This design comes from an exercise in tuning for small area, a short achievable clock period and few clock cycles per item on the open sky130 flow, not from production work. No functional check of the RTL was part of any run shown here. No activity file was given, so power comes from the tool's default toggle rates.

## design.v

```verilog
module damask_ga (
    input  wire        clk,
    input  wire        rst,         
    input  wire        start,       
    input  wire [47:0] acc,         
    input  wire [7:0]  dks,         
    input  wire [3:0]  cls,         
    input  wire [15:0] age_gmax,    
    input  wire        age_en,      
    output reg         dec_rd,      
    output reg  [3:0]  dec_cls,     
    output reg  [5:0]  dec_idx,     
    input  wire [15:0] dec_data,    
    output reg         done,        
    output reg  [15:0] ga,          
    output reg         age_cap      
);
    localparam I_IDLE = 0, I_STR = 1, I_INT = 2, I_FAR = 3, I_DIV = 4, I_CAP = 5;
    reg [5:0]  st;
    reg [4:0]  c;        
    reg [1:0]  pa;       
    reg        pz;       
    reg [7:0]  dk;       
    reg [7:0]  R;        
    reg [17:0] W;        
    reg        odd;      
    reg [16:0] L;        
    reg [15:0] X;        
    reg [15:0] dd;       
    reg        eq;       
    reg        stop_d;   
    reg [7:0]  Bsel;     
    reg [6:0]  nzr;      
    reg [1:0]  fbr;      
    reg f_lin, f_int, f_c17, f_c15, f_c11, f_end, f_c18, f_late, f_c26;
    reg f_int1, f_int3, f_int10, f_far2, f_div0, f_last, g;
    wire in_idle = st[I_IDLE];
    wire in_str  = st[I_STR];
    wire in_int  = st[I_INT];
    wire in_far  = st[I_FAR];
    wire in_div  = st[I_DIV];
    wire in_cap  = st[I_CAP];
    wire [55:0] accx = {7'd0, acc, 1'b0};               
    wire [6:0]  nzb;                                     
    genvar gi;
    generate for (gi = 0; gi < 7; gi = gi + 1) begin : NZ
        assign nzb[gi] = |accx[8*gi +: 8];
    end endgenerate
    wire [7:0]  Bs   = Bsel >> {c[1:0], 1'b0};
    wire [6:0]  nzab = nzr >> c[4:2];                    
    wire        abv  = |nzab[6:1];
    wire        pz_n = in_idle ? ~(|acc & |dks)
                               : (~(|Bs | abv) | (dk == 8'd0));
    wire [1:0]  pa_n = in_idle ? {acc[0], 1'b0} : Bs[1:0];
    wire far_early = (|acc[47:42] & dks[7])
                   | (|acc[47:43] & |dks[7:6])
                   | (|acc[47:44] & |dks[7:5])
                   | (|acc[47:45] & |dks[7:4])
                   | (|acc[47:46] & |dks[7:3])
                   | ( acc[47]    & |dks[7:2]);
    wire [9:0] sumR = {2'b0, R} + (pa[0] ? {2'b0, dk} : 10'd0)
                                + (pa[1] ? {1'b0, dk, 1'b0} : 10'd0);
    wire       stop  = pz & (R == 8'd0);       
    wire       odd_n = W[17];
    wire [1:0] m2    = odd_n ? W[16:15] : W[15:14];
    wire [2:0] cj    = c[2:0] - 3'd3;            
    wire [5:0] j     = {cj, odd_n, m2};
    wire lin_now  = in_str & f_c18 & stop;
    wire str_late = in_str & f_late;
    wire str_far  = str_late & (stop ? (j == 6'd63) : f_c26);
    wire       stop_nx = pz_n & (sumR[9:2] == 8'd0);
    wire       odd_x   = sumR[1];
    wire [1:0] m2_x    = odd_x ? {sumR[0], W[17]} : W[17:16];
    wire [5:0] j_x     = {c[2:0] - 3'd2, odd_x, m2_x};   
    wire pre_int  = in_str & (f_c18 | f_late) & ~stop & stop_nx & (j_x != 6'd63);
    wire str_int0 = str_late & stop & (j != 6'd63);
    wire str_int  = str_int0 | pre_int;
    wire [5:0] j_e   = pre_int ? j_x : j;
    wire       odd_e = pre_int ? odd_x : odd_n;
    wire tail     = in_str & f_c17 & stop_d;
    wire lin_end  = lin_now | (tail & f_end);
    wire odd_n2   = in_str ? odd_n : odd;
    wire [1:0] fb = fbr;
    wire [15:0] s0 = fb[0] ? dd : X;
    wire [15:0] s1 = fb[1] ? dd : X;
    wire [18:0] sumL = {2'b0, L} + {3'b0, s0} + {2'b0, s1, 1'b0};
    wire [16:0] Lstep = sumL[18:2];
    wire signed [15:0] u  = {~L[15], L[14:0]};
    wire signed [15:0] u8 = u >>> 8;
    wire signed [15:0] u4 = u >>> 4;
    wire [16:0] Ltail = f_c11 ? {1'b0, L[15], {15{~L[15]}}}
                      : f_c15 ? {1'b0, ~u8[15], u8[14:0]}
                              : {1'b0, ~u4[15], u4[14:0]};
    wire [16:0] Lload = in_idle ? 17'd32768
                      : f_int3  ? {1'b0, dd} + 17'd8192
                      : f_far2  ? {1'b0, dec_data}
                      : L;
    wire [16:0] Lnext = tail ? Ltail : (f_lin | f_int) ? Lstep : Lload;
    wire [16:0] V    = L;
    wire [16:0] x1   = {X, ga[15]};
    wire [17:0] d1   = {1'b0, x1} - {1'b0, V};
    wire        q1   = ~d1[17];
    wire [15:0] r1   = q1 ? d1[15:0] : x1[15:0];
    wire        sat  = f_div0 & (V <= 17'd8192);
    wire        gt   = eq & q1 & ~g;
    wire        eq2  = eq & (q1 == g);
    wire        xit  = in_div & (sat | gt);
    reg [5:0] st_n;
    reg [4:0] c_n;
    always @(*) begin
        st_n = st;
        c_n  = c + 5'd1;
        if (rst) begin
            st_n = 6'd1 << I_IDLE;
            c_n  = 5'd0;
        end else begin
            if (in_idle) begin
                c_n = 5'd1;
                if (start & age_en)
                    st_n = far_early ? (6'd1 << I_FAR) : (6'd1 << I_STR);
            end
            if (in_str) begin
                if (str_far)      begin st_n = 6'd1 << I_FAR; c_n = 5'd1; end
                else if (str_int) begin st_n = 6'd1 << I_INT; c_n = 5'd1; end
                else if (lin_end) begin st_n = 6'd1 << I_DIV; c_n = 5'd0; end
                else if (tail)    c_n = c + (f_c11 ? 5'd8 : f_c15 ? 5'd4 : 5'd2);
            end
            if (in_int & f_int10) begin st_n = 6'd1 << I_DIV; c_n = 5'd0; end
            if (in_far & f_far2)  begin st_n = 6'd1 << I_DIV; c_n = 5'd0; end
            if (in_div & (xit | (f_last & ~eq2))) st_n = 6'd1 << I_IDLE;
            if (in_div & f_last & eq2 & ~xit)      st_n = 6'd1 << I_CAP;
            if (in_cap)                            st_n = 6'd1 << I_IDLE;
        end
    end
    wire n_str = ~rst & ((in_idle & start & age_en & ~far_early)
               | (in_str & ~str_far & ~str_int & ~lin_end));
    wire n_int = ~rst & ((in_str & str_int) | (in_int & ~f_int10));
    wire n_far = ~rst & ((in_idle & start & age_en & far_early)
               | (in_str & str_far) | (in_far & ~f_far2));
    wire n_div = ~rst & ((in_str & lin_end) | (in_int & f_int10)
               | (in_far & f_far2) | (in_div & ~f_last));
    always @(posedge clk) begin
        st <= st_n;
        c  <= c_n;
        f_lin   <= n_str & (c_n >= 5'd6) & (c_n <= 5'd18);
        f_int   <= n_int & (c_n >= 5'd4);
        f_c17   <= n_str & (c_n <= 5'd17);
        f_c15   <= (c_n <= 5'd15);
        f_c11   <= (c_n <= 5'd11);
        f_end   <= (c_n == 5'd11) | (c_n == 5'd15) | (c_n == 5'd17);
        f_c18   <= n_str & (c_n == 5'd18);
        f_late  <= n_str & (c_n >= 5'd19);
        f_c26   <= (c_n == 5'd26);
        f_int1  <= n_int & (c_n == 5'd1);
        f_int3  <= n_int & (c_n == 5'd3);
        f_int10 <= n_int & (c_n == 5'd10);
        f_far2  <= n_far & (c_n == 5'd2);
        f_div0  <= n_div & (c_n == 5'd0);
        f_last  <= n_div & (c_n == 5'd15);
        g       <= age_gmax[4'd15 - c_n[3:0]];
        done    <= 1'b0;
        dec_rd  <= ~rst;
        dec_cls <= cls;
        dd      <= dec_data;
        dk      <= dks;
        pa      <= pa_n;
        pz      <= pz_n;
        Bsel    <= (c_n[4:2] < 3'd7) ? accx[8*c_n[4:2] +: 8] : 8'd0;
        nzr     <= nzb;
        if (n_int & (c_n == 5'd4))
            fbr <= odd_n2 ? W[2:1] : W[1:0];
        else if (n_int)
            fbr <= odd_n2 ? W[4:3] : W[3:2];
        else
            fbr <= sumR[1:0];
        R       <= in_str ? sumR[9:2] : 8'd128;
        L       <= Lnext;
        stop_d  <= stop & in_str;
        eq      <= in_div ? eq2 : 1'b1;
        if ((in_str & ~(str_late & stop)) | f_int)
            W <= {sumR[1:0], W[17:2]};
        if (in_str & str_int)
            odd <= odd_e;
        if (in_idle)
            X <= 16'd32768;
        else if (in_div)
            X <= r1;
        else if (f_c18 | (tail & f_end) | in_far | f_int10)
            X <= 16'd8192;
        else if (f_int3)
            X <= dd;
        if (in_div)
            ga <= (gt | sat) ? age_gmax
                : f_div0 ? {L[15:1], q1} : {ga[14:0], q1};
        else if (in_cap)
            ga <= age_gmax;
        else
            ga <= 16'd16384;
        if (in_div & (sat | gt))
            age_cap <= 1'b1;
        else if (in_cap)
            age_cap <= ({X, 1'b0} > V);
        else
            age_cap <= 1'b0;
        if (in_idle)
            dec_idx <= (start & far_early) ? 6'd63 : 6'd0;
        else if (in_str)
            dec_idx <= str_far ? 6'd63 : str_int ? j_e : 6'd0;
        else if (f_int1)
            dec_idx <= dec_idx + 6'd1;
        if (rst)
            done <= 1'b0;
        else
            done <= (in_idle & start & ~age_en) | xit
                  | (in_div & f_last & ~eq2) | in_cap;
    end
endmodule
```

## flow/run.sh

```bash
#!/bin/bash
# Standard layout with two changes to how it is made (the clock and the
# constraints are unchanged):
#  - the timing repair steps aim for more setup slack than the period needs;
#  - the port buffers are plain buffers instead of the delay cells that
#    buffer_ports picks by default.
set -euo pipefail
export SETUP_SLACK_MARGIN=${MARGIN:-8.5}
export BUFFER_PORTS_ARGS="-buffer_cell sky130_fd_sc_hd__buf_2"
bash standard.sh > standard.log 2>&1
```

## standard.sh

```bash
#!/bin/bash
# synth_recipe.tcl (not shown) runs the flow's synth.tcl, then flattens the netlist and writes it again
# the make line also repeats each setting of config.mk as NAME=value (left out here)
make -C /OpenROAD-flow-scripts/flow DESIGN_CONFIG=/design/flow/config.mk WORK_HOME=/design/flow/orfs CLKGATE_MAP_FILE= SYNTH_SCRIPT=/design/flow/synth_recipe.tcl "${@:-finish}"
```

## config.mk

```make
export PLATFORM = sky130hd
export DESIGN_NAME = damask_ga
export DESIGN_NICKNAME = damask_ga
export VERILOG_FILES = /design/flow/design.v
export SDC_FILE = /design/flow/constraint.sdc
export NUM_CORES = 4
export LEC_CHECK = 0
export ABC_AREA = 1
export CAP_MARGIN = 20
export CORE_MARGIN = 2
export CORE_UTILIZATION = 50
export CTS_CLUSTER_DIAMETER = 60
export CTS_CLUSTER_SIZE = 12
export SLEW_MARGIN = 20
```

## constraint.sdc

```tcl
create_clock -name core_clock -period 12.0 [get_ports {clk}]
set_input_delay 2.4000 -clock core_clock [delete_from_list [all_inputs] [get_ports {clk}]]
set_output_delay 2.4000 -clock core_clock [all_outputs]
set_load 0.01 [all_outputs]
```

==> impl_metrics.ini, run 1 <==
[run_status]
outcome = timing/DRC/antenna clean

[grt]
grt_pass1_wl_um = 55700
grt_use_total = 0.316
antenna_found_initial = 0
grt_max_degree = 35
grt_pass1_vias = 10185
gr-total-overflow = 0

[finish]
num-fill-cells = 1828
antenna_cells = 0
areaGrowthSynthToFinish_pct = 26.5
fin_nets = 1842
final_layout_size_suffix_gt1_frac = 0.217

[flow_run]
maxCapViolations = 0

[timing]
worstMarginPinSlew_ps = 1040
whs_ps = 423
rsz0062_at_grt = yes
setup_tns_ps = 0
hold_viol = 0
min_period_ps = 3990
min_period_over_period = 0.333
skew_ps = 11.9
finalSetupViolations = 0
slew_headroom = 0.305
max_freq_mhz = 250
maxSlewViolCount = 0

[route]
viasPerCell = 5.72
drc_errors = 0
first_pass_iters = 5
ant_nets = 0
routed_wl_um = 36500
post_drt_wl_per_cell_um = 18.6
drt-initial-drc-count = 1027
routed-via-count = 11204

[setup_path]
crit_arrival_ps = 4190
end_kind = flop
path_max_fanout = 4
start_kind = input port
path_buf_inv = 4
cpPeakStageDelay_ps = 290
path_class = input port to flop
path_cells = buf_6 -> inv_2 -> nand2_4 -> nor3_4 -> nand2_1 -> nor2_2 -> a21oi_2 -> nor2_4 -> buf_4 -> buf_4 -> nand2_2 -> o211ai_1 -> nand3_1 -> nand2_1 -> nand2_1
crit_path_frequent_cell = nand2_1
critPathTopFamily = simple AND/OR/NAND/NOR gates
worstPathRequired_ps = 12200
slowest_stage = o211ai_1

[logic_synthesis]
muxShareOfSynthArea = 0.00276
synth_seq_cells = 161
syn_avg_cell_area_um2 = 7.20
synth.yosys.seq_area_share = 0.335
synth_edf_count = 42
synth_commonest_cells = nand2_1, o21ai_0, inv_1
synth_area_um2 = 10900
synth_cell_types = 59
synth_top_area_frac = 0.219
synthXorXnorAreaFrac = 0.0161
synth_flop_cell = dfxtp_1
synthCells = 1508
yosys_warnings = 1
synth-simple-area-share = 0.272
synth_most_common_cell = nand2_1
synth_top_family_by_area = simple AND/OR/NAND/NOR gates
yosys.area.top_type = dfxtp_1
async_flop_share = 0
synth_fa_ha_area_frac = 0.105
synth_top_cells_by_area = dfxtp_1, nand2_1, edfxtp_1
synth_compound_area_frac = 0.187
synthesis.nets = 1680

[floorplan]
initial_core_util = 0.514
die_width_um = 151
die-area_um2 = 22900
placementRows = 53
die_height_um = 151
io_pins = 125
core_area_um2 = 21200

[clock_tree]
clk_path_buf_depth = 2
cts-buffers-inserted = 17
clkSlewWorstSetupHoldPaths_ps = 80
cts.sinks = 161
clk_latency_ps = 450
htreeDepth = 4
cts_root_buffer = clkbuf_16
cts_tree = built

[pwr]
vdd_drop_max_uv = 98.3
leakagePower_nw = 6.34
p_per_area_nw_per_um2 = 114

[placement]
place_hpwl_um = 25800
numPortBuffers = 124
gp_congestion = 0.918

[min_path]
hold_path.class = flop to flop
-- cells in the final DEF, fill, tap and decap left out, drive strengths merged, types with 21 or more instances in the layout --
cell type,n
edfxtp,42
ha,50
a21oi,100
nand2,431
nand3,82
fa,26
nand4,21
nor2,108
buf,187
inv,167
dfxtp,119
o21ai,167
-- cell type report --
type,instances,area (um2),area share
clock buffers,17,425,0.0309
clock inverters,15,209,0.0152
inverters,166,662,0.0482
multi-input cells,1133,6830,0.497
flip-flops and latches,161,3650,0.266
well taps,275,344,0.0250
repair buffers,188,1600,0.117
repair inverters,3,25.0,0.00182
-- sequential cells by signal, summed over array words and instances (netlist names), 2 cells and up --
register	flops
dec_idx	6
R	8
dec_cls	4
L	17
st	6
W	18
nzr	6
fbr	2
X	16
dk	8
c	5
pa	2
Bsel	8
dd	16
ga	16
-- final timing paths --
| path | depth (start not counted) | endpoint | startpoint | slack [ps] |
|---|---|---|---|---|
| max | 15 | dec_idx[4] | acc[33] | 8010 |
| min | 0 | W[7] | W[9] | 420 |
| max reg2reg | 23 | Bsel[2] | pa[0] | 8260 |
| min reg2reg | 0 | W[7] | W[9] | 420 |
-- power by group --
part	internal, mW	switching [mW]	total, mW
Combinational	0.148	0.237	0.385
Clock	0.285	0.285	0.570
Sequential	0.586	0.0316	0.618
-- through the flow --
| stage | utilization | total power [mW] | worst slack (ps) | instance area, um2 | cells |
|---|---|---|---|---|---|
| 2_1_floorplan | - | 0.857 | 7990 | 10900 | 1508 |
| 3_3_place_gp | 0.553 | 0.961 | 7150 | 11700 | 1866 |
| 3_5_place_dp | 0.553 | 0.962 | 7120 | 11700 | 1866 |
| 4_1_cts | 0.628 | 1.55 | 8110 | 13300 | 1940 |
| 5_1_grt | 0.650 | 1.64 | 7930 | 13700 | 1958 |
| 6_report | 0.650 | 1.57 | 8010 | 13700 | 1958 |
-- layer usage --
layer,wire (um),share of wire,GRT usage
met2,15200,0.42,0.453
met3,3160,0.087,0.0431
met4,672,0.018,0.0804
met5,0,0,0
met1,17400,0.48,0.493
-- logic make-up after synthesis --
family | after synthesis
mux | 3
buf+inv | 217
xor+xnor | 20
flops | 161
simple gates | 677
compound gates | 354
fa+ha+maj | 76
-- timing repair --
action / 4_1_cts / 5_1_grt
gates resized for setup: 130 / 82
endpoints found under the setup margin: 77 / 89
hold buffers: 0 / 0
setup buffers: 34 / 17
pin swaps: 46 / 51
gates cloned: 8 / 1
==> run 2, diff against run 1 <==
--- a/config.mk
+++ b/config.mk
@@ -10,3 +10,3 @@
 export CORE_MARGIN = 2
-export CORE_UTILIZATION = 50
+export CORE_UTILIZATION = 55
 export CTS_CLUSTER_DIAMETER = 60
==> run 2 against run 1 <==
  * Register-to-register slack about the same
  * Die area is 8.9% lower
  * Via count grew 1.8%
  * Synthesized cell count stayed put
  * Setup slack about the same
  * Largest cell class unchanged
  * Sequential power is essentially flat
==> impl_metrics.ini, run 2 <==
[grt]
grt_pass1_vias = 10294
grt_use_total = 0.336
antenna_found_initial = 1
gr-total-overflow = 0
grt_max_degree = 35
grt_pass1_wl_um = 54400

[setup_path]
crit_path_frequent_cell = nand2_1
path_buf_inv = 4
path_cells = buf_6 -> inv_4 -> nand2_4 -> nor3_4 -> nand2_1 -> nor2_2 -> a21oi_4 -> nor2_4 -> nand2_8 -> nand2_8 -> inv_12 -> nand4_4 -> inv_8 -> nor2_4 -> nand2_1 -> nand3_1 -> nand2_1 -> nand2_1
worstPathRequired_ps = 12380
cpPeakStageDelay_ps = 250
start_kind = input port
path_class = input port to flop
slowest_stage = nor2_4
r2r_cells = 23
crit_arrival_ps = 4370
rrSetupSlack_ps = 8270
critPathTopFamily = simple AND/OR/NAND/NOR gates
regToRegStartpoint = pa[0]
r2r-end = fbr[0]
end_kind = flop
path_max_fanout = 6

[finish]
largest-register = W
reg.largest.list = W x18, L x17
postLayoutCoreUtil = 0.705
final_cell_mix = nand2_1, inv_1, o21ai_0
final-seq-area_um2 = 3650
fin_nets = 1849
multi_input_area_um2 = 6840
antenna_cells = 0
num-fill-cells = 1680
final_layout_size_suffix_gt1_frac = 0.222
largest_reg_flops = 18
areaGrowthSynthToFinish_pct = 25.8
final_common_cell = nand2_1

[timing]
maxSlewViolCount = 0
finalSetupViolations = 0
setup_tns_ps = 0
min_period_ps = 3990
min_period_over_period = 0.333
rsz0062_at_grt = yes
max_freq_mhz = 250
worstMarginPinSlew_ps = 1040
skew_ps = 17.1
slew_headroom = 0.302
hold_viol = 0

[floorplan]
io_pins = 125
die_width_um = 145
core_area_um2 = 19400
die_height_um = 145
placementRows = 51
initial_core_util = 0.560
die-area_um2 = 20900

[min_path]
whs_path_depth = 0
hold_start = W[12]
min_to = W[10]
hold_path.class = flop to flop

[route]
post_drt_wl_per_cell_um = 18.5
drt-initial-drc-count = 1029
drc_errors = 0
routed_wl_um = 36200
ant_nets = 0
viasPerCell = 5.83
routed-via-count = 11404
first_pass_iters = 5

[run_status]
outcome = timing/DRC/antenna clean

[logic_synthesis]
synthesis.nets = 1680
yosys_warnings = 1
syn_avg_cell_area_um2 = 7.20
synth_most_common_cell = nand2_1
synth_top_cells_by_area = dfxtp_1, nand2_1, edfxtp_1
yosys.area.top_type = dfxtp_1
synthCells = 1508
synth_area_um2 = 10900
synth_edf_count = 42
synth_seq_cells = 161
synth.yosys.seq_area_share = 0.335
synth_commonest_cells = nand2_1, o21ai_0, inv_1
synth_flop_cell = dfxtp_1
synth_top_area_frac = 0.219
synth_cell_types = 59
async_flop_share = 0

[clock_tree]
clk_path_buf_depth = 2
cts.sinks = 161
cts_root_buffer = clkbuf_16
cts-buffers-inserted = 17
htreeDepth = 4
clk_latency_ps = 440
cts_hold_buf = 0
cts_tree = built
clkSlewWorstSetupHoldPaths_ps = 70

[pwr]
vdd_drop_max_uv = 98.1
p_per_area_nw_per_um2 = 114
leakagePower_nw = 6.34
power.total_mw = 1.56

[placement]
gp_congestion = 0.940
place_hpwl_um = 25100
numPortBuffers = 124

[flow_run]
maxCapViolations = 0
[run 2: how the worst max path moves through the flow]
stage / start / endpoint / slack (ps) / depth (start not counted)
2_1_floorplan: acc[46] / g / 7990 / 18
3_3_place_gp: dks[5] / fbr[0] / 7170 / 15
3_5_place_dp: dks[5] / fbr[1] / 7180 / 15
4_1_cts: acc[47] / fbr[0] / 8100 / 17
5_1_grt: acc[8] / f_lin / 7890 / 18
6_report: acc[33] / Bsel[1] / 8010 / 18
[run 2: final cells by class]
cell class,instances,area share
clock buffer,17,0.0311
inverter,166,0.0492
timing repair inverter,2,0.00101
sequential,161,0.267
multi-input combinational,1134,0.501
clock inverter,15,0.0117
tap,265,0.0243
timing repair buffer,195,0.115
[run 2: power breakdown]
| group | total [mW] | switching [mW] | internal [mW] |
|---|---|---|---|
| combinational | 0.395 | 0.244 | 0.152 |
| sequential | 0.617 | 0.0306 | 0.586 |
| clock | 0.548 | 0.269 | 0.280 |
[run 2: cell families (layout without fill, tap and decap cells)]
family	Yosys count	count (layout)	share of synthesized area
flops	161	161	0.335
simple gates	677	681	0.272
mux	3	3	0.00276
fa+ha+maj	76	76	0.105
compound gates	354	354	0.187
xor+xnor	20	20	0.0161
buf+inv	217	395	0.0804
[run 2: through the flow]
step | cell area, um2 | instances | worst slack, ps | hold WS [ps]
2_1_floorplan | 10900 | 1508 | 7990 | 400
3_3_place_gp | 11700 | 1855 | 7170 | 401
3_5_place_dp | 11700 | 1855 | 7180 | 405
4_1_cts | 12900 | 1917 | 8100 | 416
5_1_grt | 13700 | 1955 | 7890 | 429
6_report | 13700 | 1955 | 8010 | 417
[run 2: per-layer routing]
layer / up-vias / GRT usage / routed length [um]
met3: 62 / 0.0705 / 3740
met2: 621 / 0.487 / 15600
li1: 5436 / - / -
met1: 5285 / 0.499 / 16000
met5: - / 0 / 0
met4: 0 / 0.103 / 829
[run 2: what timing repair did]
item | CTS | global route
buffers inserted | 26 | 33
pin swaps | 33 | 33
cloned | 4 | 5
hold endpoints to repair | 0 | 0
endpoints found under the setup margin | 79 | 71
resized for setup | 79 | 122
==> run 3, diff against run 2 <==
--- a/design.v
+++ b/design.v
@@ -51,4 +51,4 @@
     wire        abv  = |nzab[6:1];
-    wire        pz_n = in_idle ? ~(|acc & |dks)
-                               : (~(|Bs | abv) | (dk == 8'd0));
+    wire        pz_r = ~(|Bs | abv) | (dk == 8'd0);       
+    wire        pz_n = in_idle ? ~(|acc & |dks) : pz_r;
     wire [1:0]  pa_n = in_idle ? {acc[0], 1'b0} : Bs[1:0];
@@ -70,3 +70,3 @@
     wire str_far  = str_late & (stop ? (j == 6'd63) : f_c26);
-    wire       stop_nx = pz_n & (sumR[9:2] == 8'd0);
+    wire       stop_nx = pz_r & (sumR[9:2] == 8'd0);
     wire       odd_x   = sumR[1];
--- a/config.mk
+++ b/config.mk
@@ -10,3 +10,3 @@
 export CORE_MARGIN = 2
-export CORE_UTILIZATION = 55
+export CORE_UTILIZATION = 50
 export CTS_CLUSTER_DIAMETER = 60
==> run 3 against run 2 <==
  * Core utilization fell by 8.0 points
  * Sequential share of layout area increased by 1.1 points
  * Final area decreased by 3.9%
  * Power is 0.77% lower
  * Count of clock-buffer cells in the layout is 4 higher
  * Setup slack improved by 460 ps
  * Wire length fell by 3.2%
  * Sequential power is essentially flat
  * Die area grew 8.4%
  * Non-clock buffer count is 14 lower
  * Largest cell class unchanged
  * Largest power group unchanged
  * Highest routed layer unchanged
==> impl_metrics.ini, run 3 <==
[logic_synthesis]
synth_most_common_cell = nand2_1
synth.yosys.seq_area_share = 0.340
async_flop_share = 0
synth_top_cells_by_area = dfxtp_1, nand2_1, edfxtp_1
yosys.area.top_type = dfxtp_1
synthCells = 1500
synth_commonest_cells = nand2_1, inv_1, o21ai_0
synth_seq_cells = 161
synth_area_um2 = 10700
synthesis.nets = 1672
syn_avg_cell_area_um2 = 7.15
synth_flop_cell = dfxtp_1
synth_top_area_frac = 0.222
yosys_warnings = 1
synth_edf_count = 42
synth_cell_types = 53

[pwr]
power.total_mw = 1.55
p_per_area_nw_per_um2 = 118
leakagePower_nw = 6.20
vdd_drop_max_uv = 81.8

[setup_path]
path_max_fanout = 4
slowest_stage = a22oi_1
start_kind = input port
cpPeakStageDelay_ps = 260
setup.worst_path.end = f_lin
path_class = input port to flop
rrSetupSlack_ps = 8580
startpoint = acc[46]
crit_arrival_ps = 3920
regToRegStartpoint = pa[1]
worstPathRequired_ps = 12380
r2r_cells = 21
r2r-end = Bsel[1]
end_kind = flop
path_cells = buf_2 -> nor2_1 -> nand3_1 -> a22oi_1 -> o2111ai_4 -> o21ai_2 -> nand2_2 -> nand3b_1 -> inv_1

[clock_tree]
clk_path_buf_depth = 2
cts-buffers-inserted = 17
cts_tree = built
clkSlewWorstSetupHoldPaths_ps = 70
cts_root_buffer = clkbuf_16
cts.sinks = 161
clk_latency_ps = 440
htreeDepth = 4

[floorplan]
placementRows = 53
io_pins = 125
core_area_um2 = 21000
die_height_um = 150
initial_core_util = 0.510
die_width_um = 150
die-area_um2 = 22600

[timing]
worstMarginPinSlew_ps = 925
finalSetupViolations = 0
setup_tns_ps = 0
min_period_over_period = 0.294
skew_ps = 12.1
hold_viol = 0
max_freq_mhz = 283
rsz0062_at_grt = yes
min_period_ps = 3530
setup_slack_ps = 8470
slew_headroom = 0.381
maxSlewViolCount = 0
whs_ps = 416

[finish]
final_cell_mix = nand2_1, inv_1, o21ai_0
num-fill-cells = 1995
postLayoutCoreUtil = 0.625
final_layout_size_suffix_gt1_frac = 0.195
finalNonFillerCells = 1941
stdcell_area_um2 = 13100
largest_reg_flops = 18
multi_input_area_um2 = 6670
antenna_cells = 0
final-seq-area_um2 = 3660
fin_nets = 1825
reg.largest.list = W x18, L x17
areaGrowthSynthToFinish_pct = 22.4
largest-register = W
final_common_cell = nand2_1

[grt]
grt_max_degree = 36
grt_pass1_wl_um = 53400
antenna_found_initial = 0
grt_use_total = 0.305
gr-total-overflow = 0
grt_pass1_vias = 10119

[route]
routed-via-count = 10906
routed_wl_um = 35000
first_pass_iters = 5
ant_nets = 0
drc_errors = 0
drt-initial-drc-count = 852
post_drt_wl_per_cell_um = 18.0
viasPerCell = 5.62

[placement]
dp_slack_ps = 7520
place_hpwl_um = 25700
numPortBuffers = 124
placed_area_um2 = 11600
placed_cells = 1856
gp_congestion = 0.922

[min_path]
whs_path_depth = 0
hold_path.class = flop to flop

[flow_run]
maxCapViolations = 0

[run_status]
outcome = timing/DRC/antenna clean
## run 3: cell count changes after synthesis, sizes merged, moves of 15 or more
cell	change
nand2	+20
nand3	+18
nor2	-17
o211ai	+15
o21ai	-15
a21oi	-17
## run 3: worst min path at each step
stage          startpoint  endpoint  slack [ps]
3_3_place_gp        W[11]      W[9]         400
6_report            W[11]      W[9]         420
3_5_place_dp        W[12]     W[10]         410
2_1_floorplan       W[12]     W[10]         400
5_1_grt              W[8]      W[6]         420
4_1_cts             W[11]      W[9]         420
## run 3: routing by layer
| layer | GRT usage | vias to the layer above | routed length [um] | part of all wire |
|---|---|---|---|---|
| li1 | - | 5342 | - | - |
| met1 | 0.403 | 5059 | 15000 | 0.43 |
| met2 | 0.507 | 447 | 16500 | 0.47 |
| met3 | 0.0564 | 58 | 2660 | 0.076 |
| met4 | 0.0906 | 0 | 836 | 0.024 |
| met5 | 0 | - | 0 | 0 |
## run 3: repair_timing
action | CTS | global route
pin swaps | 14 | 50
endpoints found under the setup margin | 77 | 69
buffers inserted | 14 | 31
gates cloned | 4 | 3
gates resized for setup | 41 | 99
hold buffers | 0 | 0
hold endpoints to repair | 0 | 0
## run 3: cell families (layout without fill, tap and decap cells)
family                   count (synthesis)  count (layout)  synth area share
AO/OA/AOI/OAI                          316             316             0.168
XOR/XNOR                                25              25            0.0204
adder cells (fa/ha/maj)                 76              76             0.107
buffers and inverters                  218             381            0.0787
flip-flops                             161             161             0.340
multiplexers                             6               6           0.00560
AND/OR/NAND/NOR                        698             701             0.281
## run 3: critical path: cells and delay by family
kind | cells | cell delay, ps
AO/OA/AOI/OAI | 3 | 700
buffers and inverters | 2 | 170
AND/OR/NAND/NOR | 4 | 630
## run 3: final cells by class
class / count / area share
flip-flops and latches: 161 / 0.278
multi-input cells: 1124 / 0.508
well taps: 275 / 0.0262
repair inverters: 2 / 0.00124
inverters: 166 / 0.0497
repair buffers: 181 / 0.0910
clock buffers: 21 / 0.0335
clock inverters: 11 / 0.0118
## run 3: report_power, final
part	leakage (nW)	internal, mW	switching, mW
Combinational	4.52	0.139	0.224
Clock	0.275	0.330	0.239
Sequential	1.40	0.586	0.0298
Total	6.20	1.06	0.493
==> run 4, diff against run 3 <==
--- a/design.v
+++ b/design.v
@@ -134,7 +134,6 @@
     end
-    wire n_str = ~rst & ((in_idle & start & age_en & ~far_early)
+    wire n_str = ~rst & ((in_idle & start & age_en)
                | (in_str & ~str_far & ~str_int & ~lin_end));
     wire n_int = ~rst & ((in_str & str_int) | (in_int & ~f_int10));
-    wire n_far = ~rst & ((in_idle & start & age_en & far_early)
-               | (in_str & str_far) | (in_far & ~f_far2));
+    wire n_far = ~rst & ((in_str & str_far) | (in_far & ~f_far2));
     wire n_div = ~rst & ((in_str & lin_end) | (in_int & f_int10)
==> run 4 against run 3 <==
  * Sequential power shrank 3%
  * Fmax decreased by 3.0%
  * Core utilization fell by 1.3 points
  * Clock skew about the same
  * Final area is 1.4% higher
  * Count of clock-buffer cells in the layout decreased by 4
  * Clock power is 2% higher
  * Die area increased by 2.9%
  * Global-route usage down 1.3 points
  * Synthesized area is 3.0% higher
  * Combinational power decreased by 27%
  * Largest cell class unchanged
  * Largest power group unchanged
==> impl_metrics.ini, run 4 <==
[placement]
placed_area_um2 = 11800
placed_cells = 1906
place_hpwl_um = 25800
gp_congestion = 0.903
numPortBuffers = 124

[logic_synthesis]
synth.yosys.seq_area_share = 0.330
synth_most_common_cell = nand2_1
synth_cell_types = 58
syn_avg_cell_area_um2 = 7.11
synth_seq_cells = 161
synth_flop_cell = dfxtp_1
yosys_warnings = 1
synthCells = 1553
synth_top_area_frac = 0.216
synth_area_um2 = 11000
synthesis.nets = 1725
yosys.area.top_type = dfxtp_1
synth_top_cells_by_area = dfxtp_1, nand2_1, edfxtp_1
synth_edf_count = 42
synth_commonest_cells = nand2_1, inv_1, o21ai_0
async_flop_share = 0

[clock_tree]
htreeDepth = 4
cts_hold_buf = 0
clkSlewWorstSetupHoldPaths_ps = 70
cts_tree = built
cts_root_buffer = clkbuf_16
cts.sinks = 161
clk_path_buf_depth = 2
clk_latency_ps = 440
cts-buffers-inserted = 17

[setup_path]
path_class = input port to flop
worstPathRequired_ps = 12180
end_kind = flop
crit_arrival_ps = 3830
start_kind = input port
path_max_fanout = 6

[timing]
rsz0062_at_grt = yes
slew_headroom = 0.299
min_period_ps = 3640
max_freq_mhz = 274
maxSlewViolCount = 0
setup_tns_ps = 0
hold_viol = 0
min_period_over_period = 0.304
finalSetupViolations = 0
skew_ps = 11.8
worstMarginPinSlew_ps = 1050

[run_status]
outcome = timing/DRC/antenna clean

[pwr]
p_comb_frac = 0.185
leakagePower_nw = 6.25
pwr-share-seq = 0.414
p_int_uw = 995
p_per_area_nw_per_um2 = 109
vdd_drop_max_uv = 91.7
power_switching_uw = 450
p_clk_frac = 0.401
swShare = 0.311
power.total_mw = 1.45

[finish]
fin_nets = 1868
areaGrowthSynthToFinish_pct = 20.5
largest-register = W
final_cell_mix = nand2_1, inv_1, o21ai_0
postLayoutCoreUtil = 0.612
reg.largest.list = W x18, L x17
finalNonFillerCells = 1989
stdcell_area_um2 = 13300
final_layout_size_suffix_gt1_frac = 0.207
largest_reg_flops = 18
num-fill-cells = 2097
antenna_cells = 0
final_common_cell = nand2_1

[floorplan]
die-area_um2 = 23300
initial_core_util = 0.508
io_pins = 125
core_area_um2 = 21800
die_height_um = 153
placementRows = 54
die_width_um = 153

[grt]
grt_pass1_vias = 10660
grt_use_total = 0.291
gr-total-overflow = 0
antenna_found_initial = 0
grt_pass1_wl_um = 54300
grt_max_degree = 35

[route]
routed-via-count = 11060
viasPerCell = 5.56
drt-initial-drc-count = 820
post_drt_wl_per_cell_um = 17.6
ant_nets = 0
routed_wl_um = 35100
first_pass_iters = 7
drc_errors = 0

[flow_run]
maxCapViolations = 0

[min_path]
hold_path.class = flop to flop
run 4: changes by cell type in the layout (fill, tap and decap cells not counted), moves of 6 or more:
cell,previous run,this run
nand2_4,4,10
o21ai_1,11,18
inv_1,154,160
o211ai_1,25,11
a21oi_1,80,96
o21ai_0,134,141
a31o_2,0,14
nor2_1,72,83
run 4: metrics by stage:
step,hold WS [ps],setup WS (ps)
floorplan,400,8010
global placement,401,7810
detailed placement,405,7760
CTS,422,8390
global route,424,8280
finish,421,8360
run 4: logic make-up (layout without fill, tap and decap cells):
kind of cell               Yosys count  in the layout  synth area share
xor gates and xnor gates            21             21            0.0167
and+or+nand+nor                    711            717             0.280
buffers and inverters              232            382            0.0853
DFF                                161            161             0.330
muxes                                5              5           0.00453
AOI/OAI and AO/OA                  347            347             0.179
adders and majority gates           76             76             0.104
run 4: worst paths after layout:
check                           startpoint         end  slack [ps]  cells after the start
worst max register to register       pa[0]      fbr[0]        8610                     21
worst min register to register        W[9]        W[7]         420                      0
worst min-delay path                  W[9]        W[7]         420                      0
worst max-delay path                dks[5]  dec_idx[1]        8360                     10
run 4: cell type report:
class	instances	area [um2]	share of cell area
clock inverter	15	195	0.0147
inverter	175	661	0.0496
tap	280	350	0.0263
sequential	161	3660	0.275
multi-input combinational	1166	6880	0.517
clock buffer	17	425	0.0320
timing repair buffer	175	1130	0.0853
run 4: timing repair:
item / CTS / global route
gates resized for setup: 38 / 80
buffers inserted: 20 / 21
endpoints found under the setup margin: 65 / 75
cloned: 4 / 5
pin swaps: 14 / 34
run 4: critical path: stages:
cell      delay [ps]
buf_6            100
nor3_4           180
inv_2             50
or2_4            240
nor2_4            80
inv_2             40
or2_4            230
a211oi_4         260
or2_4            190
o21ai_1           60
run 4: metal layers:
metal	vias to the layer above	wire, um	track usage
li1	5500	-	-
met3	72	1790	0.0410
met4	0	1180	0.113
met5	-	0	0
met2	349	18200	0.533
met1	5139	14000	0.344
run 4: power groups by stage:
stage               clock, mW  combinational [mW]  sequential (mW)
finish                  0.580               0.267            0.599
global route            0.608               0.298            0.600
CTS                     0.585               0.252            0.599
detailed placement          0               0.237            0.612
global placement            0               0.237            0.612
floorplan                   0               0.168            0.602

[what the ideal ports hide]
The flow's constraints put no driver on any port. The routed layouts listed below were extracted and timed again, unchanged, in two steps. Step 1 assumes that a clkbuf_16 drives the clock port and a buf_2 every other input. Step 2 adds t to the input delays and takes it off the output delays; t is the mean of the earliest and latest rising clock arrival at the registers after step 1. Input paths then give back, and output paths get back, about the clock's delay inside the block. a / b / c = no drivers / after step 1 / after step 2; a / b = the first two.
run | t, ns | setup slack, ns | hold WS [ns] | pins driven straight from the clock port
run 1 | 0.489 | 8.006 / 8.020 / 7.531 | 0.423 / 0.423 / 0.423 | 1
run 2 | 0.484 | 8.006 / 8.020 / 7.536 | 0.417 / 0.417 / 0.417 | 1
run 3 | 0.468 | 8.466 / 8.486 / 8.018 | 0.416 / 0.416 / 0.416 | 1
run 4 | 0.486 | 8.356 / 8.377 / 7.891 | 0.421 / 0.421 / 0.421 | 1
After both steps every run listed still meets setup and hold. The setup slack of run 1, which loses most, moves by +0.014 ns with the drivers and by -0.475 ns with both steps.
